Source: an optimization exercise on an open RTL-to-GDS flow (aim: small area, a short achievable clock period and few clock cycles). Production flows keep margins and buffers that such runs may drop.
The RTL was checked by simulation tests, not by an equivalence proof against the original design.

## flow/config.mk

```make
export PLATFORM = sky130hd
export DESIGN_NAME = coat_rs_dec
export DESIGN_NICKNAME = coat_rs_dec
export VERILOG_FILES = /design/flow/design.v
export SDC_FILE = /design/flow/constraint.sdc
export NUM_CORES = 4
export LEC_CHECK = 0
export CAP_MARGIN = 30
export CORE_MARGIN = 2
export CORE_UTILIZATION = 35
export PLACE_DENSITY = 0.55
export SETUP_SLACK_MARGIN = 5.0
export SLEW_MARGIN = 30
export TNS_END_PERCENT = 10
```

## flow/constraint.sdc

```tcl
create_clock -name core_clock -period 9.0 [get_ports {clk}]
set_input_delay 1.8000 -clock core_clock [delete_from_list [all_inputs] [get_ports {clk}]]
set_output_delay 1.8000 -clock core_clock [all_outputs]
set_load 0.01 [all_outputs]
```

## flow/design.v

```verilog
module coat_rs_dec (
    input  wire         clk,
    input  wire         rst,           
    input  wire         in_valid,
    output wire         in_ready,
    input  wire         in_profile,    
    input  wire [639:0] in_word,       
    output wire         out_valid,
    output wire [1:0]   out_status,    
    output wire [639:0] out_word,
    output wire [3:0]   out_nsym,      
    output wire         out_dev_valid,
    output wire [3:0]   out_dev
);
    function [7:0] gf_mul;
        input [7:0] a;
        input [7:0] b;
        integer i;
        reg [7:0] p;
        reg [7:0] aa;
        begin
            p  = 8'h00;
            aa = a;
            for (i = 0; i < 8; i = i + 1) begin
                if (b[i]) p = p ^ aa;
                aa = {aa[6:0], 1'b0} ^ (aa[7] ? 8'h1d : 8'h00);
            end
            gf_mul = p;
        end
    endfunction
    function [3:0] g16;
        input [3:0] a;
        input [3:0] b;
        integer i;
        reg [6:0] p;
        begin
            p = 7'd0;
            for (i = 0; i < 4; i = i + 1)
                if (b[i]) p = p ^ ({3'b000, a} << i);
            for (i = 6; i > 3; i = i - 1)
                if (p[i]) p = p ^ (7'h13 << (i - 4));
            g16 = p[3:0];
        end
    endfunction
    function [7:0] cmul;
        input [7:0] a;
        input [7:0] b;
        reg [3:0] h, m, l;
        begin
            h = g16(a[7:4], b[7:4]);
            m = g16(a[7:4] ^ a[3:0], b[7:4] ^ b[3:0]);
            l = g16(a[3:0], b[3:0]);
            cmul = {m ^ l, l ^ g16(h, 4'h8)};
        end
    endfunction
    function [7:0] cmul2;
        input [7:0] a;
        input [7:0] b;
        input [7:0] c;
        input [7:0] d;
        reg [3:0] h, m, l;
        begin
            h = g16(a[7:4], b[7:4]) ^ g16(c[7:4], d[7:4]);
            m = g16(a[7:4] ^ a[3:0], b[7:4] ^ b[3:0]) ^ g16(c[7:4] ^ c[3:0], d[7:4] ^ d[3:0]);
            l = g16(a[3:0], b[3:0]) ^ g16(c[3:0], d[3:0]);
            cmul2 = {m ^ l, l ^ g16(h, 4'h8)};
        end
    endfunction
    function [15:0] pre16;
        input [3:0] x;
        begin
            pre16[3:0]   = x;
            pre16[7:4]   = g16(x, 4'h2);
            pre16[11:8]  = g16(x, 4'h4);
            pre16[15:12] = g16(x, 4'h8);
        end
    endfunction
    function [47:0] bpre;
        input [7:0] p;
        begin
            bpre = {pre16(p[7:4]), pre16(p[7:4] ^ p[3:0]), pre16(p[3:0])};
        end
    endfunction
    function [3:0] pmul16;
        input [15:0] px;
        input [3:0]  y;
        begin
            pmul16 = (y[0] ? px[3:0]   : 4'h0) ^ (y[1] ? px[7:4]   : 4'h0) ^
                     (y[2] ? px[11:8]  : 4'h0) ^ (y[3] ? px[15:12] : 4'h0);
        end
    endfunction
    function [7:0] cmul2p;
        input [47:0] pa_;
        input [7:0]  b;
        input [47:0] pc_;
        input [7:0]  d;
        reg [3:0] h, m, l;
        begin
            h = pmul16(pa_[47:32], b[7:4]) ^ pmul16(pc_[47:32], d[7:4]);
            m = pmul16(pa_[31:16], b[7:4] ^ b[3:0]) ^ pmul16(pc_[31:16], d[7:4] ^ d[3:0]);
            l = pmul16(pa_[15:0], b[3:0]) ^ pmul16(pc_[15:0], d[3:0]);
            cmul2p = {m ^ l, l ^ g16(h, 4'h8)};
        end
    endfunction
    function [7:0] phi;
        input [7:0] a;
        begin
            phi = (a[0] ? 8'h01 : 8'h00) ^ (a[1] ? 8'h21 : 8'h00) ^
                  (a[2] ? 8'h47 : 8'h00) ^ (a[3] ? 8'h2b : 8'h00) ^
                  (a[4] ? 8'h3d : 8'h00) ^ (a[5] ? 8'hc8 : 8'h00) ^
                  (a[6] ? 8'h4f : 8'h00) ^ (a[7] ? 8'h13 : 8'h00);
        end
    endfunction
    function [7:0] phinv;
        input [7:0] a;
        begin
            phinv = (a[0] ? 8'h01 : 8'h00) ^ (a[1] ? 8'h4e : 8'h00) ^
                    (a[2] ? 8'h99 : 8'h00) ^ (a[3] ? 8'h44 : 8'h00) ^
                    (a[4] ? 8'hcf : 8'h00) ^ (a[5] ? 8'h03 : 8'h00) ^
                    (a[6] ? 8'hd2 : 8'h00) ^ (a[7] ? 8'hb6 : 8'h00);
        end
    endfunction
    function [7:0] gf_pow;
        input integer n;
        integer i, e;
        reg [7:0] p;
        begin
            e = n % 255;
            if (e < 0) e = e + 255;
            p = 8'h01;
            for (i = 0; i < 254; i = i + 1)
                if (i < e) p = {p[6:0], 1'b0} ^ (p[7] ? 8'h1d : 8'h00);
            gf_pow = p;
        end
    endfunction
    function [7:0] gf_inv;
        input [7:0] a;
        begin
            case (a)
      8'h00: gf_inv = 8'h00;
      8'h01: gf_inv = 8'h01;
      8'h02: gf_inv = 8'h8e;
      8'h03: gf_inv = 8'hf4;
      8'h04: gf_inv = 8'h47;
      8'h05: gf_inv = 8'ha7;
      8'h06: gf_inv = 8'h7a;
      8'h07: gf_inv = 8'hba;
      8'h08: gf_inv = 8'had;
      8'h09: gf_inv = 8'h9d;
      8'h0a: gf_inv = 8'hdd;
      8'h0b: gf_inv = 8'h98;
      8'h0c: gf_inv = 8'h3d;
      8'h0d: gf_inv = 8'haa;
      8'h0e: gf_inv = 8'h5d;
      8'h0f: gf_inv = 8'h96;
      8'h10: gf_inv = 8'hd8;
      8'h11: gf_inv = 8'h72;
      8'h12: gf_inv = 8'hc0;
      8'h13: gf_inv = 8'h58;
      8'h14: gf_inv = 8'he0;
      8'h15: gf_inv = 8'h3e;
      8'h16: gf_inv = 8'h4c;
      8'h17: gf_inv = 8'h66;
      8'h18: gf_inv = 8'h90;
      8'h19: gf_inv = 8'hde;
      8'h1a: gf_inv = 8'h55;
      8'h1b: gf_inv = 8'h80;
      8'h1c: gf_inv = 8'ha0;
      8'h1d: gf_inv = 8'h83;
      8'h1e: gf_inv = 8'h4b;
      8'h1f: gf_inv = 8'h2a;
      8'h20: gf_inv = 8'h6c;
      8'h21: gf_inv = 8'hed;
      8'h22: gf_inv = 8'h39;
      8'h23: gf_inv = 8'h51;
      8'h24: gf_inv = 8'h60;
      8'h25: gf_inv = 8'h56;
      8'h26: gf_inv = 8'h2c;
      8'h27: gf_inv = 8'h8a;
      8'h28: gf_inv = 8'h70;
      8'h29: gf_inv = 8'hd0;
      8'h2a: gf_inv = 8'h1f;
      8'h2b: gf_inv = 8'h4a;
      8'h2c: gf_inv = 8'h26;
      8'h2d: gf_inv = 8'h8b;
      8'h2e: gf_inv = 8'h33;
      8'h2f: gf_inv = 8'h6e;
      8'h30: gf_inv = 8'h48;
      8'h31: gf_inv = 8'h89;
      8'h32: gf_inv = 8'h6f;
      8'h33: gf_inv = 8'h2e;
      8'h34: gf_inv = 8'ha4;
      8'h35: gf_inv = 8'hc3;
      8'h36: gf_inv = 8'h40;
      8'h37: gf_inv = 8'h5e;
      8'h38: gf_inv = 8'h50;
      8'h39: gf_inv = 8'h22;
      8'h3a: gf_inv = 8'hcf;
      8'h3b: gf_inv = 8'ha9;
      8'h3c: gf_inv = 8'hab;
      8'h3d: gf_inv = 8'h0c;
      8'h3e: gf_inv = 8'h15;
      8'h3f: gf_inv = 8'he1;
      8'h40: gf_inv = 8'h36;
      8'h41: gf_inv = 8'h5f;
      8'h42: gf_inv = 8'hf8;
      8'h43: gf_inv = 8'hd5;
      8'h44: gf_inv = 8'h92;
      8'h45: gf_inv = 8'h4e;
      8'h46: gf_inv = 8'ha6;
      8'h47: gf_inv = 8'h04;
      8'h48: gf_inv = 8'h30;
      8'h49: gf_inv = 8'h88;
      8'h4a: gf_inv = 8'h2b;
      8'h4b: gf_inv = 8'h1e;
      8'h4c: gf_inv = 8'h16;
      8'h4d: gf_inv = 8'h67;
      8'h4e: gf_inv = 8'h45;
      8'h4f: gf_inv = 8'h93;
      8'h50: gf_inv = 8'h38;
      8'h51: gf_inv = 8'h23;
      8'h52: gf_inv = 8'h68;
      8'h53: gf_inv = 8'h8c;
      8'h54: gf_inv = 8'h81;
      8'h55: gf_inv = 8'h1a;
      8'h56: gf_inv = 8'h25;
      8'h57: gf_inv = 8'h61;
      8'h58: gf_inv = 8'h13;
      8'h59: gf_inv = 8'hc1;
      8'h5a: gf_inv = 8'hcb;
      8'h5b: gf_inv = 8'h63;
      8'h5c: gf_inv = 8'h97;
      8'h5d: gf_inv = 8'h0e;
      8'h5e: gf_inv = 8'h37;
      8'h5f: gf_inv = 8'h41;
      8'h60: gf_inv = 8'h24;
      8'h61: gf_inv = 8'h57;
      8'h62: gf_inv = 8'hca;
      8'h63: gf_inv = 8'h5b;
      8'h64: gf_inv = 8'hb9;
      8'h65: gf_inv = 8'hc4;
      8'h66: gf_inv = 8'h17;
      8'h67: gf_inv = 8'h4d;
      8'h68: gf_inv = 8'h52;
      8'h69: gf_inv = 8'h8d;
      8'h6a: gf_inv = 8'hef;
      8'h6b: gf_inv = 8'hb3;
      8'h6c: gf_inv = 8'h20;
      8'h6d: gf_inv = 8'hec;
      8'h6e: gf_inv = 8'h2f;
      8'h6f: gf_inv = 8'h32;
      8'h70: gf_inv = 8'h28;
      8'h71: gf_inv = 8'hd1;
      8'h72: gf_inv = 8'h11;
      8'h73: gf_inv = 8'hd9;
      8'h74: gf_inv = 8'he9;
      8'h75: gf_inv = 8'hfb;
      8'h76: gf_inv = 8'hda;
      8'h77: gf_inv = 8'h79;
      8'h78: gf_inv = 8'hdb;
      8'h79: gf_inv = 8'h77;
      8'h7a: gf_inv = 8'h06;
      8'h7b: gf_inv = 8'hbb;
      8'h7c: gf_inv = 8'h84;
      8'h7d: gf_inv = 8'hcd;
      8'h7e: gf_inv = 8'hfe;
      8'h7f: gf_inv = 8'hfc;
      8'h80: gf_inv = 8'h1b;
      8'h81: gf_inv = 8'h54;
      8'h82: gf_inv = 8'ha1;
      8'h83: gf_inv = 8'h1d;
      8'h84: gf_inv = 8'h7c;
      8'h85: gf_inv = 8'hcc;
      8'h86: gf_inv = 8'he4;
      8'h87: gf_inv = 8'hb0;
      8'h88: gf_inv = 8'h49;
      8'h89: gf_inv = 8'h31;
      8'h8a: gf_inv = 8'h27;
      8'h8b: gf_inv = 8'h2d;
      8'h8c: gf_inv = 8'h53;
      8'h8d: gf_inv = 8'h69;
      8'h8e: gf_inv = 8'h02;
      8'h8f: gf_inv = 8'hf5;
      8'h90: gf_inv = 8'h18;
      8'h91: gf_inv = 8'hdf;
      8'h92: gf_inv = 8'h44;
      8'h93: gf_inv = 8'h4f;
      8'h94: gf_inv = 8'h9b;
      8'h95: gf_inv = 8'hbc;
      8'h96: gf_inv = 8'h0f;
      8'h97: gf_inv = 8'h5c;
      8'h98: gf_inv = 8'h0b;
      8'h99: gf_inv = 8'hdc;
      8'h9a: gf_inv = 8'hbd;
      8'h9b: gf_inv = 8'h94;
      8'h9c: gf_inv = 8'hac;
      8'h9d: gf_inv = 8'h09;
      8'h9e: gf_inv = 8'hc7;
      8'h9f: gf_inv = 8'ha2;
      8'ha0: gf_inv = 8'h1c;
      8'ha1: gf_inv = 8'h82;
      8'ha2: gf_inv = 8'h9f;
      8'ha3: gf_inv = 8'hc6;
      8'ha4: gf_inv = 8'h34;
      8'ha5: gf_inv = 8'hc2;
      8'ha6: gf_inv = 8'h46;
      8'ha7: gf_inv = 8'h05;
      8'ha8: gf_inv = 8'hce;
      8'ha9: gf_inv = 8'h3b;
      8'haa: gf_inv = 8'h0d;
      8'hab: gf_inv = 8'h3c;
      8'hac: gf_inv = 8'h9c;
      8'had: gf_inv = 8'h08;
      8'hae: gf_inv = 8'hbe;
      8'haf: gf_inv = 8'hb7;
      8'hb0: gf_inv = 8'h87;
      8'hb1: gf_inv = 8'he5;
      8'hb2: gf_inv = 8'hee;
      8'hb3: gf_inv = 8'h6b;
      8'hb4: gf_inv = 8'heb;
      8'hb5: gf_inv = 8'hf2;
      8'hb6: gf_inv = 8'hbf;
      8'hb7: gf_inv = 8'haf;
      8'hb8: gf_inv = 8'hc5;
      8'hb9: gf_inv = 8'h64;
      8'hba: gf_inv = 8'h07;
      8'hbb: gf_inv = 8'h7b;
      8'hbc: gf_inv = 8'h95;
      8'hbd: gf_inv = 8'h9a;
      8'hbe: gf_inv = 8'hae;
      8'hbf: gf_inv = 8'hb6;
      8'hc0: gf_inv = 8'h12;
      8'hc1: gf_inv = 8'h59;
      8'hc2: gf_inv = 8'ha5;
      8'hc3: gf_inv = 8'h35;
      8'hc4: gf_inv = 8'h65;
      8'hc5: gf_inv = 8'hb8;
      8'hc6: gf_inv = 8'ha3;
      8'hc7: gf_inv = 8'h9e;
      8'hc8: gf_inv = 8'hd2;
      8'hc9: gf_inv = 8'hf7;
      8'hca: gf_inv = 8'h62;
      8'hcb: gf_inv = 8'h5a;
      8'hcc: gf_inv = 8'h85;
      8'hcd: gf_inv = 8'h7d;
      8'hce: gf_inv = 8'ha8;
      8'hcf: gf_inv = 8'h3a;
      8'hd0: gf_inv = 8'h29;
      8'hd1: gf_inv = 8'h71;
      8'hd2: gf_inv = 8'hc8;
      8'hd3: gf_inv = 8'hf6;
      8'hd4: gf_inv = 8'hf9;
      8'hd5: gf_inv = 8'h43;
      8'hd6: gf_inv = 8'hd7;
      8'hd7: gf_inv = 8'hd6;
      8'hd8: gf_inv = 8'h10;
      8'hd9: gf_inv = 8'h73;
      8'hda: gf_inv = 8'h76;
      8'hdb: gf_inv = 8'h78;
      8'hdc: gf_inv = 8'h99;
      8'hdd: gf_inv = 8'h0a;
      8'hde: gf_inv = 8'h19;
      8'hdf: gf_inv = 8'h91;
      8'he0: gf_inv = 8'h14;
      8'he1: gf_inv = 8'h3f;
      8'he2: gf_inv = 8'he6;
      8'he3: gf_inv = 8'hf0;
      8'he4: gf_inv = 8'h86;
      8'he5: gf_inv = 8'hb1;
      8'he6: gf_inv = 8'he2;
      8'he7: gf_inv = 8'hf1;
      8'he8: gf_inv = 8'hfa;
      8'he9: gf_inv = 8'h74;
      8'hea: gf_inv = 8'hf3;
      8'heb: gf_inv = 8'hb4;
      8'hec: gf_inv = 8'h6d;
      8'hed: gf_inv = 8'h21;
      8'hee: gf_inv = 8'hb2;
      8'hef: gf_inv = 8'h6a;
      8'hf0: gf_inv = 8'he3;
      8'hf1: gf_inv = 8'he7;
      8'hf2: gf_inv = 8'hb5;
      8'hf3: gf_inv = 8'hea;
      8'hf4: gf_inv = 8'h03;
      8'hf5: gf_inv = 8'h8f;
      8'hf6: gf_inv = 8'hd3;
      8'hf7: gf_inv = 8'hc9;
      8'hf8: gf_inv = 8'h42;
      8'hf9: gf_inv = 8'hd4;
      8'hfa: gf_inv = 8'he8;
      8'hfb: gf_inv = 8'h75;
      8'hfc: gf_inv = 8'h7f;
      8'hfd: gf_inv = 8'hff;
      8'hfe: gf_inv = 8'h7e;
      8'hff: gf_inv = 8'hfd;
            endcase
        end
    endfunction
    function [7:0] mask_syn;
        input       skim;
        input [3:0] k;
        begin
            if (!skim) begin
                case (k)
                    0: mask_syn = 8'ha4;  1: mask_syn = 8'h71;  2: mask_syn = 8'h34;  3: mask_syn = 8'h1f;
                    4: mask_syn = 8'h86;  5: mask_syn = 8'h2e;  6: mask_syn = 8'h97;  7: mask_syn = 8'h0d;
                    8: mask_syn = 8'he6;  9: mask_syn = 8'h52; 10: mask_syn = 8'hf7; 11: mask_syn = 8'h7c;
                   12: mask_syn = 8'h19; 13: mask_syn = 8'hfa; 14: mask_syn = 8'hdc; default: mask_syn = 8'h42;
                endcase
            end else begin
                case (k)
                    0: mask_syn = 8'h80;  1: mask_syn = 8'h28;  2: mask_syn = 8'h8f;  3: mask_syn = 8'hd2;
                    4: mask_syn = 8'h7c;  5: mask_syn = 8'h7c;  6: mask_syn = 8'h12;  7: mask_syn = 8'h5f;
                    default: mask_syn = 8'h00;
                endcase
            end
        end
    endfunction
    function [3:0] pop8;
        input [7:0] v;
        integer i;
        begin
            pop8 = 4'd0;
            for (i = 0; i < 8; i = i + 1) pop8 = pop8 + {3'd0, v[i]};
        end
    endfunction
    function [3:0] cyc_dev;
        input       skim;
        input [3:0] c;
        begin
            if (!skim) cyc_dev = (c < 4'd2) ? (4'd8 + c) : (c - 4'd2);
            else       cyc_dev = (c == 4'd0) ? 4'd8 : ((c == 4'd9) ? 4'd9 : (c - 4'd1));
        end
    endfunction
    function [3:0] byte_cyc;
        input       skim;
        input integer b;
        begin
            if (!skim) byte_cyc = (b < 64) ? (b / 8 + 2) : ((b - 64) / 8);
            else       byte_cyc = (b < 64) ? (b / 8 + 1) : ((b < 72) ? 0 : 9);
        end
    endfunction
    genvar gk, gi, gm, gb;
    integer d, q;
    reg  [639:0] wa;
    reg          pa;
    reg          va;
    reg          adone;
    reg  [2:0]   acnt;
    reg  [127:0] hs;
    reg  [63:0]  ahi, alo;
    function [127:0] chunk;
        input [639:0] w;
        input         p;
        input [2:0]   u;
        begin
            if (!p) begin
                case (u)
                    3'd0: chunk = {w[64*7 +: 64], w[64*6 +: 64]};
                    3'd1: chunk = {w[64*5 +: 64], w[64*4 +: 64]};
                    3'd2: chunk = {w[64*3 +: 64], w[64*2 +: 64]};
                    3'd3: chunk = {w[64*1 +: 64], w[64*0 +: 64]};
                    default: chunk = {w[64*9 +: 64], w[64*8 +: 64]};
                endcase
            end else begin
                case (u)
                    3'd0: chunk = {w[64*9 +: 64], w[64*7 +: 64]};
                    3'd1: chunk = {w[64*6 +: 64], w[64*5 +: 64]};
                    3'd2: chunk = {w[64*4 +: 64], w[64*3 +: 64]};
                    3'd3: chunk = {w[64*2 +: 64], w[64*1 +: 64]};
                    default: chunk = {w[64*0 +: 64], w[64*8 +: 64]};
                endcase
            end
        end
    endfunction
    wire [127:0] hs_next;
    generate
        for (gk = 0; gk < 16; gk = gk + 1) begin : g_hs
            wire [7:0] acc [0:16];
            assign acc[0] = gf_mul(hs[8*gk +: 8], gf_pow(16 * gk));
            for (gi = 0; gi < 8; gi = gi + 1) begin : g_t
                assign acc[2*gi + 1] = acc[2*gi]     ^ gf_mul(alo[8*gi +: 8], gf_pow(gk * gi));
                assign acc[2*gi + 2] = acc[2*gi + 1] ^ gf_mul(ahi[8*gi +: 8], gf_pow(gk * (gi + 8)));
            end
            assign hs_next[8*gk +: 8] = acc[16];
        end
    endgenerate
    wire hs_zero = pa ? (hs[63:0] == 64'd0) : (hs == 128'd0);
    localparam NPE = 25;
    localparam [1:0] B_IDLE = 2'd0, B_RUN = 2'd1, B_DONE = 2'd2, B_CLEAN = 2'd3;
    reg  [1:0]   bs;
    reg  [639:0] wb;
    reg          pb;
    reg  [3:0]   br;               
    wire [3:0]   blast = pb ? 4'd7 : 4'd15;
    reg  [7:0]   dl  [0:1][0:NPE-1];
    reg  [7:0]   th  [0:1][0:NPE-1];
    reg  [47:0]  gpre [0:1];       
    reg  [47:0]  dpre [0:1];       
    reg  [4:0]   bln [0:1];
    wire [7:0]   nd  [0:1][0:NPE-1];
    wire [7:0]   dup [0:1][0:NPE-1];    
    wire         bgrow [0:1];
    reg  [71:0]  b_lam [0:1];
    reg  [63:0]  b_om  [0:1];
    function [7:0] ri_init;
        input [127:0] s;
        input         p;
        input         a;
        input integer i;
        begin
            if (i < 16 && (!p || i < 8))
                ri_init = phi(s[8*i +: 8] ^ (a ? 8'h00 : mask_syn(p, i[3:0])));
            else if (i == (p ? 12 : 24))
                ri_init = 8'h01;
            else
                ri_init = 8'h00;
        end
    endfunction
    generate
        for (gm = 0; gm < 2; gm = gm + 1) begin : g_arr
            for (gi = 0; gi < NPE; gi = gi + 1) begin : g_pe
                if (gi == NPE - 1) begin : g_top
                    assign dup[gm][gi] = 8'h00;
                end else begin : g_mid
                    assign dup[gm][gi] = dl[gm][gi + 1];
                end
                assign nd[gm][gi] = cmul2p(gpre[gm], dup[gm][gi], dpre[gm], th[gm][gi]);
            end
            assign bgrow[gm] = (dl[gm][0] != 8'h00) && ({bln[gm], 1'b0} <= {2'b00, br});
        end
    endgenerate
    wire       b_last = (bs == B_RUN) && (br == blast);
    reg  [7:0] bsrc [0:1][0:NPE-1];
    reg  [4:0] blen [0:1];
    always @(*) begin
        for (d = 0; d < 2; d = d + 1) begin
            for (q = 0; q < NPE; q = q + 1)
                bsrc[d][q] = b_last ? nd[d][q] : dl[d][q];
            blen[d] = (b_last && bgrow[d]) ? ({1'b0, br} + 5'd1 - bln[d]) : bln[d];
            for (q = 0; q < 9; q = q + 1)
                b_lam[d][8*q +: 8] = phinv(pb ? ((q <= 4) ? bsrc[d][4 + q] : 8'h00) : bsrc[d][8 + q]);
            for (q = 0; q < 8; q = q + 1)
                b_om[d][8*q +: 8] = phinv((pb && q >= 4) ? 8'h00 : bsrc[d][q]);
        end
    end
    localparam [2:0] C_IDLE = 3'd0, C_P1 = 3'd1, C_UNDO = 3'd2, C_PP = 3'd3, C_OUT = 3'd4, C_RL = 3'd5;
    reg  [2:0]   cs;
    reg  [3:0]   cc;
    reg  [639:0] wc;
    reg          pc;
    reg  [71:0]  clamp, clamn;
    reg  [63:0]  comp,  comn;
    reg  [4:0]   clenp, clenn;
    reg  [71:0]  e0, e1;
    reg  [63:0]  e2;
    reg  [5:0]   needp, needn;     
    reg          wnen;             
    reg          rv;
    reg  [7:0]   rr0, rr1;
    reg          mism, seen;
    wire [4:0]   ctcap = pc ? 5'd4 : 5'd8;
    wire [71:0] e0_step, e1_step;
    wire [63:0] e2_step;
    wire [7:0]  lv2  [0:7];
    wire [7:0]  lodd [0:7];
    wire [7:0]  root0, root1;
    generate
        for (gi = 0; gi < 9; gi = gi + 1) begin : g_st
            assign e0_step[8*gi +: 8] = gf_mul(e0[8*gi +: 8], gf_pow(-8 * gi));
            assign e1_step[8*gi +: 8] = gf_mul(e1[8*gi +: 8], gf_pow(-8 * gi));
            if (gi < 8) begin : g_e2
                assign e2_step[8*gi +: 8] = pc ? gf_mul(e2[8*gi +: 8], gf_pow(-8 * gi - 64))
                                               : gf_mul(e2[8*gi +: 8], gf_pow(-8 * gi - 128));
            end
        end
        for (gb = 0; gb < 8; gb = gb + 1) begin : g_lane
            wire [7:0] s0 [0:9];
            wire [7:0] s1 [0:9];
            wire [7:0] s2 [0:9];
            wire [7:0] o1 [0:9];
            assign s0[0] = 8'h00;
            assign s1[0] = 8'h00;
            assign s2[0] = 8'h00;
            assign o1[0] = 8'h00;
            for (gi = 0; gi < 9; gi = gi + 1) begin : g_t
                wire [7:0] t1 = gf_mul(e1[8*gi +: 8], gf_pow(-gi * gb));
                assign s0[gi + 1] = s0[gi] ^ gf_mul(e0[8*gi +: 8], gf_pow(-gi * gb));
                assign s1[gi + 1] = s1[gi] ^ t1;
                if (gi < 8) begin : g_s2
                    assign s2[gi + 1] = s2[gi] ^ gf_mul(e2[8*gi +: 8], gf_pow(-gi * gb));
                end else begin : g_s2n
                    assign s2[gi + 1] = s2[gi];
                end
                assign o1[gi + 1] = (gi % 2 == 1) ? (o1[gi] ^ t1) : o1[gi];
            end
            assign lv2[gb]   = s2[9];
            assign lodd[gb]  = o1[9];
            assign root0[gb] = (s0[9] == 8'h00);
            assign root1[gb] = (s1[9] == 8'h00);
        end
    endgenerate
    reg         f1v;
    reg  [3:0]  f1c;
    reg  [7:0]  f1r;
    reg  [63:0] f1o, f1i;
    wire [63:0] linv, fe;
    generate
        for (gb = 0; gb < 8; gb = gb + 1) begin : g_fy
            assign linv[8*gb +: 8] = gf_inv(lodd[gb]);
            wire [7:0] or_ = gf_mul(f1o[8*gb +: 8], gf_pow(-16 * gb));
            wire [7:0] os_ = gf_mul(f1o[8*gb +: 8], gf_pow(-8 * gb));
            assign fe[8*gb +: 8] = gf_mul(pc ? os_ : or_, f1i[8*gb +: 8]);
        end
    endgenerate
    wire c_free = (cs == C_IDLE) || (cs == C_OUT);
    wire qc_x   = qv && c_free;                           
    wire b_rdy  = (bs == B_DONE) || (bs == B_CLEAN) || b_last;
    wire bq_x   = b_rdy && (!qv || qc_x);                 
    wire b_free = (bs == B_IDLE) || bq_x;
    wire ab_x   = va && adone && b_free;                  
    wire a_take = !va || ab_x;
    wire [3:0] popp = rv ? pop8(rr0) : 4'd0;
    wire [3:0] popn = rv ? pop8(rr1) : 4'd0;
    wire okp = (clenp <= ctcap) && (needp == {2'b00, popp});
    wire okn = (clenn <= ctcap) && (needn == {2'b00, popn});
    wire [4:0] lenp_b = blen[0];
    wire [4:0] lenn_b = blen[1];
    wire both_far = (lenp_b > (pb ? 5'd4 : 5'd8)) && (lenn_b > (pb ? 5'd4 : 5'd8));
    reg          qv, qp, qclean, qfar;
    reg  [639:0] qw;
    reg  [71:0]  qlamp, qlamn;
    reg  [63:0]  qomp,  qomn;
    reg  [4:0]   qlenp, qlenn;
    always @(posedge clk) begin
        if (bq_x) begin
            qw     <= wb;
            qp     <= pb;
            qclean <= (bs == B_CLEAN);
            qfar   <= both_far;
            qlamp  <= b_lam[0];
            qomp   <= b_om[0];
            qlenp  <= lenp_b;
            qlamn  <= b_lam[1];
            qomn   <= b_om[1];
            qlenn  <= lenn_b;
        end
    end
    wire       dev_hit  = f1v && (f1r != 8'd0) && (cs == C_P1);
    wire [3:0] dev_now  = cyc_dev(pc, f1c);
    wire       mism_now = mism || (dev_hit && seen && (dev_h != dev_now));
    reg        va_n, adone_n;
    reg  [1:0] bs_n;
    reg        qv_n;
    reg  [2:0] cs_n;
    always @(*) begin
        va_n    = rst ? 1'b0 : (a_take ? in_valid : va);
        adone_n = a_take ? 1'b0 : (adone || (acnt == 3'd4));
        bs_n = bs;
        if (b_last) bs_n = B_DONE;
        if (bq_x) bs_n = B_IDLE;
        if (ab_x) bs_n = hs_zero ? B_CLEAN : B_RUN;
        if (rst) bs_n = B_IDLE;
        qv_n = rst ? 1'b0 : (bq_x ? 1'b1 : (qc_x ? 1'b0 : qv));
        cs_n = cs;
        case (cs)
            C_OUT: cs_n = C_IDLE;
            C_P1:
                if (cc == 4'd10) begin
                    if (okp)
                        cs_n = C_RL;
                    else if (okn)
                        cs_n = C_OUT;
                    else
                        cs_n = wnen ? C_RL : C_OUT;
                end
            C_RL:
                if (okp)
                    cs_n = wnen ? C_UNDO : ((clenp == 5'd0) ? C_OUT : C_PP);
                else
                    cs_n = C_UNDO;
            C_UNDO:
                if (cc == 4'd10)
                    cs_n = (okp && clenp != 5'd0) ? C_PP : C_OUT;
            C_PP:
                if (cc == 4'd10) cs_n = C_OUT;
            default: ;
        endcase
        if (qc_x) cs_n = (qclean || qfar) ? C_OUT : C_P1;
        if (rst) cs_n = C_IDLE;
    end
    wire c_free_n = (cs_n == C_IDLE) || (cs_n == C_OUT);
    wire [3:0] br_n    = ab_x ? 4'd0 : ((bs == B_RUN) ? br + 4'd1 : br);
    wire [3:0] blast_n = (ab_x ? pa : pb) ? 4'd7 : 4'd15;
    wire b_rdy_n  = (bs_n == B_DONE) || (bs_n == B_CLEAN) || ((bs_n == B_RUN) && (br_n == blast_n));
    wire b_free_n = (bs_n == B_IDLE) || (b_rdy_n && (!qv_n || c_free_n));
    reg        in_ready_r, out_valid_r, out_dev_valid_r;
    reg  [1:0] out_status_r;
    reg  [3:0] out_nsym_r, out_dev_r;
    reg  [3:0] dev_h;              
    assign in_ready      = in_ready_r;
    assign out_valid     = out_valid_r;
    assign out_dev_valid = out_dev_valid_r;
    assign out_status    = out_status_r;
    assign out_nsym      = out_nsym_r;
    assign out_dev       = out_dev_r;
    assign out_word      = wc;
    always @(posedge clk) begin
        va          <= va_n;
        adone       <= adone_n;
        bs          <= bs_n;
        qv          <= qv_n;
        cs          <= cs_n;
        in_ready_r  <= !va_n || (adone_n && b_free_n);
        out_valid_r <= (cs_n == C_OUT);
        if (qc_x) begin
            out_status_r <= qclean ? 2'd0 : 2'd3;
            out_nsym_r   <= 4'd0;
        end else if (okp) begin
            out_status_r <= 2'd2;
            out_nsym_r   <= clenp[3:0];
        end else if (okn && cs == C_P1) begin
            out_status_r <= 2'd1;
            out_nsym_r   <= clenn[3:0];
        end else begin
            out_status_r <= 2'd3;
            out_nsym_r   <= 4'd0;
        end
        out_dev_valid_r <= !qc_x && (cs == C_P1) && !okp && okn && !pc &&
                           (clenn >= 5'd3) && !mism_now;
        out_dev_r       <= seen ? dev_h : dev_now;
    end
    always @(posedge clk) begin
        if (a_take) begin
            wa         <= in_word;
            pa         <= in_profile;
            {ahi, alo} <= chunk(in_word, in_profile, 3'd0);
            acnt       <= 3'd0;
            hs         <= 128'd0;
        end else if (!adone) begin
            hs         <= hs_next;
            {ahi, alo} <= chunk(wa, pa, acnt + 3'd1);
            acnt       <= acnt + 3'd1;
        end
    end
    always @(posedge clk) begin
        if (ab_x) begin
            wb <= wa;
            pb <= pa;
            br <= 4'd0;
            for (d = 0; d < 2; d = d + 1) begin
                gpre[d] <= bpre(8'h01);
                dpre[d] <= bpre(ri_init(hs, pa, d[0], 0));
                bln[d] <= 5'd0;
                for (q = 0; q < NPE; q = q + 1) begin
                    dl[d][q] <= ri_init(hs, pa, d[0], q);
                    th[d][q] <= ri_init(hs, pa, d[0], q);
                end
            end
        end else if (bs == B_RUN) begin
            br <= br + 4'd1;
            for (d = 0; d < 2; d = d + 1) begin
                for (q = 0; q < NPE; q = q + 1) begin
                    dl[d][q] <= nd[d][q];
                    if (bgrow[d]) th[d][q] <= dup[d][q];
                end
                dpre[d] <= bpre(nd[d][0]);
                if (bgrow[d]) begin
                    gpre[d] <= dpre[d];
                    bln[d] <= {1'b0, br} + 5'd1 - bln[d];
                end
            end
        end
    end
    wire c_lanes = (cs == C_P1 || cs == C_UNDO || cs == C_PP) && (cc <= 4'd9);
    wire c_write = (cs == C_P1) ? wnen : 1'b1;
    always @(posedge clk) begin
        f1v <= c_lanes && c_write;
        f1c <= cc;
        f1r <= root1;
        f1i <= linv;
        for (q = 0; q < 8; q = q + 1)
            f1o[8*q +: 8] <= lv2[q];
        rv  <= c_lanes && (cs == C_P1);
        rr0 <= root0;
        rr1 <= root1;
        if (cs == C_P1 || cs == C_UNDO || cs == C_PP) begin
            e0 <= e0_step;
            e1 <= e1_step;
            e2 <= e2_step;
            cc <= cc + 4'd1;
        end
        if (rv) begin
            needp <= needp - {2'b00, pop8(rr0)};
            needn <= needn - {2'b00, pop8(rr1)};
        end
        if (dev_hit) begin
            seen <= 1'b1;
            if (!seen) dev_h <= dev_now;
        end
        mism <= mism_now;
        if (qc_x) begin
            pc    <= qp;
            clamp <= qlamp;
            comp  <= qomp;
            clenp <= qlenp;
            clamn <= qlamn;
            comn  <= qomn;
            clenn <= qlenn;
            e0    <= qlamp;
            e1    <= qlamn;
            e2    <= qomn;
            wnen  <= (qlenn <= (qp ? 5'd4 : 5'd8));
            needp <= {1'b0, qlenp};
            needn <= {1'b0, qlenn};
            cc    <= 4'd0;
            mism  <= 1'b0;
            seen  <= 1'b0;
        end else if (cs == C_RL) begin
            cc <= 4'd0;
            if (!okp || wnen) begin
                e1 <= clamn;
                e2 <= comn;
            end else begin
                e1 <= clamp;
                e2 <= comp;
            end
        end else if (cc == 4'd10 && cs == C_UNDO) begin
            cc <= 4'd0;
            e1 <= clamp;
            e2 <= comp;
        end else if (cc == 4'd10 && cs == C_P1) begin
            cc <= 4'd0;
        end
    end
    generate
        for (gb = 0; gb < 80; gb = gb + 1) begin : g_wc
            localparam [3:0] CR = byte_cyc(1'b0, gb);
            localparam [3:0] CS = byte_cyc(1'b1, gb);
            wire hit = f1v && f1r[gb % 8] && (f1c == (pc ? CS : CR));
            always @(posedge clk)
                wc[8*gb +: 8] <= qc_x ? qw[8*gb +: 8]
                                      : (wc[8*gb +: 8] ^ (fe[8*(gb % 8) +: 8] & {8{hit}}));
        end
    endgenerate
endmodule
```

## flow/run.sh

```bash
#!/bin/bash
# synth_recipe.tcl (not shown) runs the flow's synth.tcl, then flattens the netlist and writes it again
# the make line also repeats each setting of config.mk as NAME=value (left out here)
make -C /OpenROAD-flow-scripts/flow DESIGN_CONFIG=/design/flow/config.mk WORK_HOME=/design/flow/orfs CLKGATE_MAP_FILE= SYNTH_SCRIPT=/design/flow/synth_recipe.tcl finish
```

==> results of run 1 <==
## area by class of cell
class	count	area share
multi-input combinational	30300	0.525
tap	13200	0.0383
inverter	224	0.00242
sequential	4659	0.300
antenna	448	0.00259
clock buffer	744	0.0359
timing repair inverter	5	0.0000838
timing repair buffer	3700	0.0872
clock inverter	310	0.00857
## cells in the mapped netlist (150+ instances only)
master	count	area [sq um]
and2_1	200	1250
a21oi_1	1158	5800
nor3_1	215	1080
xnor3_1	207	4660
dfxtp_1	1007	20200
mux2i_1	405	4050
buf_2	169	846
buf_1	403	1510
nor2_1	2094	7860
o221ai_1	172	1510
o211ai_1	193	1450
nand2_1	7479	28100
ha_1	202	2530
xor2_1	3707	32500
xnor2_1	10000	87800
o21ai_0	1414	7080
inv_1	209	785
edfxtp_1	3652	110000
nand3_1	315	1580
a31oi_1	150	938
clkbuf_1	1992	7480
a22oi_1	323	2420
a211oi_1	422	3170
## state kept, by name, summed over array words and instances (netlist names), 128 cells and up
signal	flops
wc	640
qw	640
th	386
dl	391
hs	128
wa	640
wb	640
## repair_timing
item                        CTS  global route
setup endpoints to repair  4901          2980
pin swaps                   223           165
resized for setup          1414          1274
cloned                       64            24
buffers inserted            449           318
hold buffers                  0             0
hold endpoints to repair      0             0
## routing by layer
metal / up-vias / GRT usage / part of all wire
met2: 26300 / 0.639 / 0.39
met4: 198 / 0.254 / 0.071
met1: 163000 / 0.616 / 0.39
li1: 129000 / - / -
met5: - / 0.00293 / 0.0012
met3: 4882 / 0.215 / 0.15
## cells by family (layout without fill, tap and decap cells)
kind of cell    Yosys count  count (layout)
compound gates         4769            4769
xor+xnor              14100           14100
fa+ha+maj               214             214
buf+inv                2804            4983
flops                  4659            4659
mux                     452             452
other cells               0             448
simple gates          10700           10800
## through the flow
step,setup WS (ns),cells
2_1_floorplan,-6.38,37700
3_3_place_gp,2.13,51200
3_5_place_dp,2.63,51200
4_1_cts,3.74,52800
5_1_grt,3.64,53400
6_report,3.78,53600
## final timing paths
path | cells past startpoint | slack (ns) | to | start
worst min-delay path | 0 | 0.32 | qw[84] | wb[84]
worst min register to register | 0 | 0.32 | qw[84] | wb[84]
worst max-delay path | 22 | 3.78 | e1[29] | rr0[1]
worst max register to register | 22 | 3.78 | e1[29] | rr0[1]
==> summary.md, run 1 <==
| Metric | Value |
|---|---|
| Library cells used by synthesis | 95 |
| Detailed Route WL | 2480 mm |
| Final core utilization | 0.437 |
| Largest net degree at the start of global routing | 195 |
| Hold Vio Cnt, Final | 0 |
| I/O Pins | 1297 |
| Number of synthesized flops with an enable pin | 3652 |
| Post-route ant nets | 0 |
| Nets@finish | 40300 |
| Wire per inst | 46.2 microns |
| Final slew viol count | 0 |
| Mapped Cells | 37700 |
| Antenna violations before repair | 550 |
| DP Area | 389000 sq um |
| Clk root buf | clkbuf_16 |
| Finish-stage setup viols | 0 |
| Area growth, synth to finish | 24.4% |
| Worst-Skew Late Latency | 1.24 ns |
| Crit path buffers/inverters | 9 |
| Adder-Cell Fraction of Synth Area | 0.00795 |
| Largest family of logic cells by synthesized area | XOR/XNOR gates |
| Synth Area in XOR/XNOR | 0.367 |
| Input/output buffers | 1296 |
| Final GP Congestion | 1.14 |
| Max_slew headroom | 0.145 |
| Critical Path RT | 9.89 ns |
| #FFs+latches synth | 4659 |
| Die Height | 1.00 mm |
| Crit-path max FO | 6 |
| Max Root-Sink Buffers | 5 |
| Worst-path cell with the longest stage delay | fa_2 |
| Full die area | 1000000 sq um |
| Main synth FF type | edfxtp_1 |
| Multi-input logic area | 227000 sq um |
| Layout cells sized above 1 | 0.143 |
| Total gr overflow | 0 |
| Slew @ Worst Pin | 1.27 ns |
| Register area share after synthesis | 0.373 |
| Compound-Gate Fraction of Synth Area | 0.0860 |
| Top delay family on crit path | adder cells |
| RSZ-0062 raised after global routing | yes |
| Syn_area_per_cell | 9.24 sq um |
| Yosys warns | 46 |
| FP Rows | 366 |
| Register area | 130000 sq um |
| Post-route minimum period | 5.22 ns |
| Routed vias | 323000 |
| GRT Util Overall | 0.471 |
| CTS Sinks | 4659 |
| Post-synth ARST share | 0 |
| Most frequent cells in the layout | xnor2_1, nand2_1, edfxtp_1 |
| Mapped Area | 348000 sq um |
| Die width | 1.00 mm |
| CP Cell Sequence | fa_1 > inv_2 > fa_1 > fa_1 > inv_2 > ha_4 > fa_2 > xnor2_1 > a31o_2 > a22oi_2 > nor4b_4 > buf_4 > nor2b_4 > buf_12 > buf_6 > buf_8 > buf_8 > nand2b_4 > buf_12 > buf_12 > o221ai_2 > o21ai_1 |
| CTS H-tree depth | 6 |
| Setup TNS | 0 ns |
| CTS tree | built |
| Vias in the first global route | 287000 |
| Final period util | 0.580 |
| Most common cell after layout, fill and taps aside | xnor2_1 |
| Worst Path Arrival | 6.11 ns |
| Placeable core region | 992000 sq um |
| Mapped Nets | 38600 |
| Crit-path max cell delay | 0.57 ns |
| Drc violations | 0 |
| Outcome | timing/DRC/antenna clean |
| Post-synthesis mux area share | 0.0132 |
| Final HPWL DP | 1910 mm |
| Hold crit path type | reg -> reg |
| Crit Path Class | reg -> reg |
| Vias per cell | 6.02 |
| Max-cap violations | 0 |
| Initial DRC Count | 58100 |
| Initial Utilization | 0.351 |
| Number of filler instances in the final layout | 95100 |
| Worst hold slack | 0.319 ns |
| Post-Synth Simple-Gate Area | 0.122 |
| First-pass iteration count of the detailed router | 9 |
| Max Clock Skew | 0.144 ns |
| Global-route wire length before repair | 3100 mm |
| Critical Path End Type | register |
| Max Fclk | 192 MHz |
| Num CTS Buffers | 576 |
| Clk pin slew, worst setup/hold paths | 0.07 ns |
| Fin area | 433000 sq um |
| Startpoint Class | register |
Testbench counts, summed over its fixed seeds: cycles 10,860.
==> inputs of run 2 (changes only) <==
--- a/flow/design.v
+++ b/flow/design.v
@@ -622,6 +622,4 @@
     wire a_take = !va || ab_x;
-    wire [3:0] popp = rv ? pop8(rr0) : 4'd0;
-    wire [3:0] popn = rv ? pop8(rr1) : 4'd0;
-    wire okp = (clenp <= ctcap) && (needp == {2'b00, popp});
-    wire okn = (clenn <= ctcap) && (needn == {2'b00, popn});
+    wire okp = (clenp <= ctcap) && (needp == 6'd0);
+    wire okn = (clenn <= ctcap) && (needn == 6'd0);
     wire [4:0] lenp_b = blen[0];
@@ -668,3 +666,3 @@
             C_P1:
-                if (cc == 4'd10) begin
+                if (cc == 4'd11) begin
                     if (okp)
@@ -831,3 +829,3 @@
             e2 <= comp;
-        end else if (cc == 4'd10 && cs == C_P1) begin
+        end else if (cc == 4'd11 && cs == C_P1) begin
             cc <= 4'd0;
==> run 2 against run 1 <==
Compared with the run above:
- still clean
- global-route usage down 2.4 points
- sequential share of layout area up 0.41 points
- final cell count fell by 0.88%
- sequential cell count stayed put
- largest cell class unchanged
==> summary.md, run 2 <==
| Metric | Value |
|---|---|
| Largest family of logic cells by synthesized area | XOR/XNOR gates |
| Hold EP | qw[7] |
| Most common cell after layout, fill and taps aside | xnor2_1 |
| Post-Synth Simple-Gate Area | 0.123 (+0.000624) |
| Full die area | 1000000 sq um (about the same) |
| Final GP Congestion | 1.18 (+3.2%) |
| Worst hold slack | 0.350 ns (+0.0311 ns) |
| Crit Path Class | reg -> reg |
| Outcome | timing/DRC/antenna clean |
| Hold Vio Cnt, Final | 0 (unchanged) |
| GRT Util Overall | 0.446 (-0.0243) |
| Syn_area_per_cell | 9.24 sq um (about the same) |
| Max_slew headroom | 0.137 (-0.00858) |
| Vias in the first global route | 284000 (-1.1%) |
| Worst Path Arrival | 5.54 ns (-0.57 ns) |
| CTS Sinks | 4659 (unchanged) |
| Post-synth ARST share | 0 (unchanged) |
| Die Height | 1.00 mm (about the same) |
| Number of synthesized flops with an enable pin | 3652 (unchanged) |
| Hold crit path type | reg -> reg |
| Initial Utilization | 0.351 (about the same) |
| #FFs+latches synth | 4659 (unchanged) |
| R2R Path End | hs[121] |
| Final slew viol count | 0 (unchanged) |
| Detailed Route WL | 2350 mm (-5.3%) |
| Finish-stage setup viols | 0 (unchanged) |
| Critical Path End Type | register |
| Worst-Skew Late Latency | 1.15 ns (-0.09 ns) |
| Max Fclk | 220 MHz (+15%) |
| CTS tree | built |
| RSZ-0062 raised after global routing | yes |
| Synth area leaders | edfxtp_1, xnor2_1, xor2_1 |
| Synth cell count leaders | xnor2_1, nand2_1, xor2_1, edfxtp_1, clkbuf_1 |
| Global-route wire length before repair | 2970 mm (-4.3%) |
| Worst hold start | wb[7] |
| Critical Path RT | 10.00 ns (+0.11 ns) |
| Routed vias | 317000 (-1.9%) |
| Hold depth | 0 (unchanged) |
| Top cell type by total area after synthesis | edfxtp_1 |
| Post-route minimum period | 4.54 ns (-0.678 ns) |
| Max Clock Skew | 0.145 ns (+0.00173 ns) |
| First-pass iteration count of the detailed router | 7 (-2) |
| Input/output buffers | 1296 (unchanged) |
| Max-cap violations | 0 (unchanged) |
| Layout cells sized above 1 | 0.133 (-0.00991) |
| Vias per cell | 5.96 (-0.98%) |
| Startpoint Class | register |
| Cell Count, Final, Fillers Out | 53100 (-0.88%) |
| Num CTS Buffers | 589 (+2.3%) |
| Initial DRC Count | 55500 (-4.4%) |
| Clk root buf | clkbuf_16 |
| Compound-Gate Fraction of Synth Area | 0.0887 (+0.00268) |
| Slew @ Worst Pin | 1.29 ns (+0.0220 ns) |
| R2r setup slk | 4.46 ns (+0.68 ns) |
| Adder-Cell Fraction of Synth Area | 0.00833 (+0.000385) |
| Placeable core region | 992000 sq um (unchanged) |
| Library cells used by synthesis | 97 (+2.1%) |
| Final HPWL DP | 1800 mm (-5.5%) |
| Setup ws final | 4.46 ns (+0.678 ns) |
| Most frequent cell after synthesis | xnor2_1 |
| Register area share after synthesis | 0.373 (about the same) |
| Mapped Cells | 37700 (-0.098%) |
| Antenna violations before repair | 495 (-10%) |
| Post-synth top area share | 0.315 (about the same) |
| Final core utilization | 0.431 (-0.00558) |
| I/O Pins | 1297 (unchanged) |
| Most frequent CP cell | xor2_1 |
| Most frequent cells in the layout | xnor2_1, nand2_1, edfxtp_1 |
| Max Root-Sink Buffers | 5 (unchanged) |
| CTS H-tree depth | 6 (unchanged) |
| Total gr overflow | 0 (unchanged) |
| Die width | 1.00 mm (about the same) |
| Drc violations | 0 (unchanged) |
| Placement Setup Slack | 2.73 ns (+0.101 ns) |
| Crit-path max FO | 7 (+1) |
| Post-synthesis mux area share | 0.0152 (+0.00202) |
| Wire per inst | 44.2 microns (-4.4%) |
| Worst-path cell with the longest stage delay | xor2_1 |
| Synth Area in XOR/XNOR | 0.361 (-0.00591) |
| Crit-path max cell delay | 0.81 ns (+0.24 ns) |
| Yosys warns | 46 (unchanged) |
| Final period util | 0.504 (-0.0753) |
| Placed Cells | 51100 (-0.18%) |
| Crit path buffers/inverters | 2 (-7) |
| Worst Reg-to-Reg Cells | 11 (-50%) |
| Mapped Area | 348000 sq um (about the same) |
| Top delay family on crit path | XOR/XNOR gates |
| FP Rows | 366 (unchanged) |
| Mapped Nets | 38500 (-0.078%) |
| Post-route ant nets | 0 (unchanged) |
| Largest net degree at the start of global routing | 206 (+5.6%) |
| Reg2Reg Launch Point | alo[38] |
| Area growth, synth to finish | 22.9% |
| CP Cell Sequence | buf_6 > xnor2_2 > buf_4 > xor2_1 > xor2_1 > xnor2_2 > xor2_1 > xnor2_1 > xnor2_1 > nor2_1 > a211oi_1 |
| Setup TNS | 0 ns (unchanged) |
| Clk pin slew, worst setup/hold paths | 0.06 ns (about the same) |
| Main synth FF type | edfxtp_1 |
| Nets@finish | 40000 (-0.71%) |
==> run 2: cell count changes after synthesis, sizes merged, moves of 69 or more <==
cell   before   now
a22o       70   201
o21ai    1487  1406
nand2    7480  7397
nor2     2095  1939
xnor2   10080  9943
nor3      215   348
a22oi     323   254
==> run 2: per-stage QoR <==
| stage | cell area [sq um] |
|---|---|
| 3_5_place_dp | 388000 |
| 2_1_floorplan | 348000 |
| 4_1_cts | 420000 |
| 5_1_grt | 427000 |
| 3_3_place_gp | 385000 |
| 6_report | 428000 |
==> run 2: cell type report <==
class | count | area, sq um
inverter | 239 | 1080
clock buffer | 780 | 16000
fill | 95700 | 565000
multi-input combinational | 30200 | 226000
timing repair inverter | 2 | 17.5
clock inverter | 276 | 2930
timing repair buffer | 3441 | 34700
sequential | 4659 | 130000
antenna | 277 | 693
tap | 13200 | 16600
==> run 2: logic make-up after synthesis <==
| kind of cell | after synthesis |
|---|---|
| and+or+nand+nor | 10700 |
| DFF | 4659 |
| AOI/OAI and AO/OA | 4849 |
| adders and majority gates | 221 |
| buffers and inverters | 2818 |
| xor gates and xnor gates | 13900 |
| muxes | 511 |
==> run 2: how the worst max path moves through the flow <==
stage | slack [ns] | cells after the start | from | to
after floorplan | -6.40 | 6 | pb | qclean
after global placement | 2.36 | 11 | bs[0] | ahi[53]
after detailed placement | 2.73 | 11 | e1[24] | f1i[27]
after CTS | 4.70 | 1 | wc[574] | out_word[574]
after global routing | 4.67 | 1 | wc[253] | out_word[253]
final | 4.46 | 11 | alo[38] | hs[121]
==> run 2: per-layer routing <==
metal | global-route usage | routed length, microns | vias to the layer above | part of all wire
met3 | 0.179 | 327000 | 4793 | 0.14
met2 | 0.616 | 925000 | 24000 | 0.39
met5 | 0 | 1280 | - | 0.00054
met1 | 0.579 | 909000 | 160000 | 0.39
met4 | 0.275 | 185000 | 144 | 0.079
li1 | - | - | 128000 | -
==> run 2: repair_timing <==
action,4_1_cts,5_1_grt
pin swaps,154,101
cloned,40,18
hold buffers,0,0
endpoints found under the setup margin,4875,2522
buffers inserted,376,212
resized for setup,1526,672
Testbench counts of run 2, summed over its fixed seeds: cycles 11,203.

afterwards: timing with drivers on the ports:
In the flow no input, the clock included, has a driving cell. The finished layouts below were timed again as built, in two steps.
Step 1 assumes that a clkbuf_16 drives the clock port and a buf_2 every other input.
Step 2, shift: input delay + t, output delay - t, t = (earliest + latest rising clock arrival at the registers) / 2. This alone moves slack from input paths to output paths.
Three values: ideal, step 1, step 2; two values: the first two.
run	t, ns	setup WS [ns]	hold WS [ns]	slew at the worst register clock pin (ns)
run 1	1.355	3.784 / 3.784 / 3.784	0.319 / 0.319 / 0.319	0.08 / 0.08
run 2	1.248	4.462 / 4.434 / 4.366	0.350 / 0.350 / 0.350	0.09 / 0.09
After both steps setup and hold are still met in every run listed. The setup slack of run 2, which loses most, moves by -0.028 ns with the drivers and by -0.096 ns with both steps.
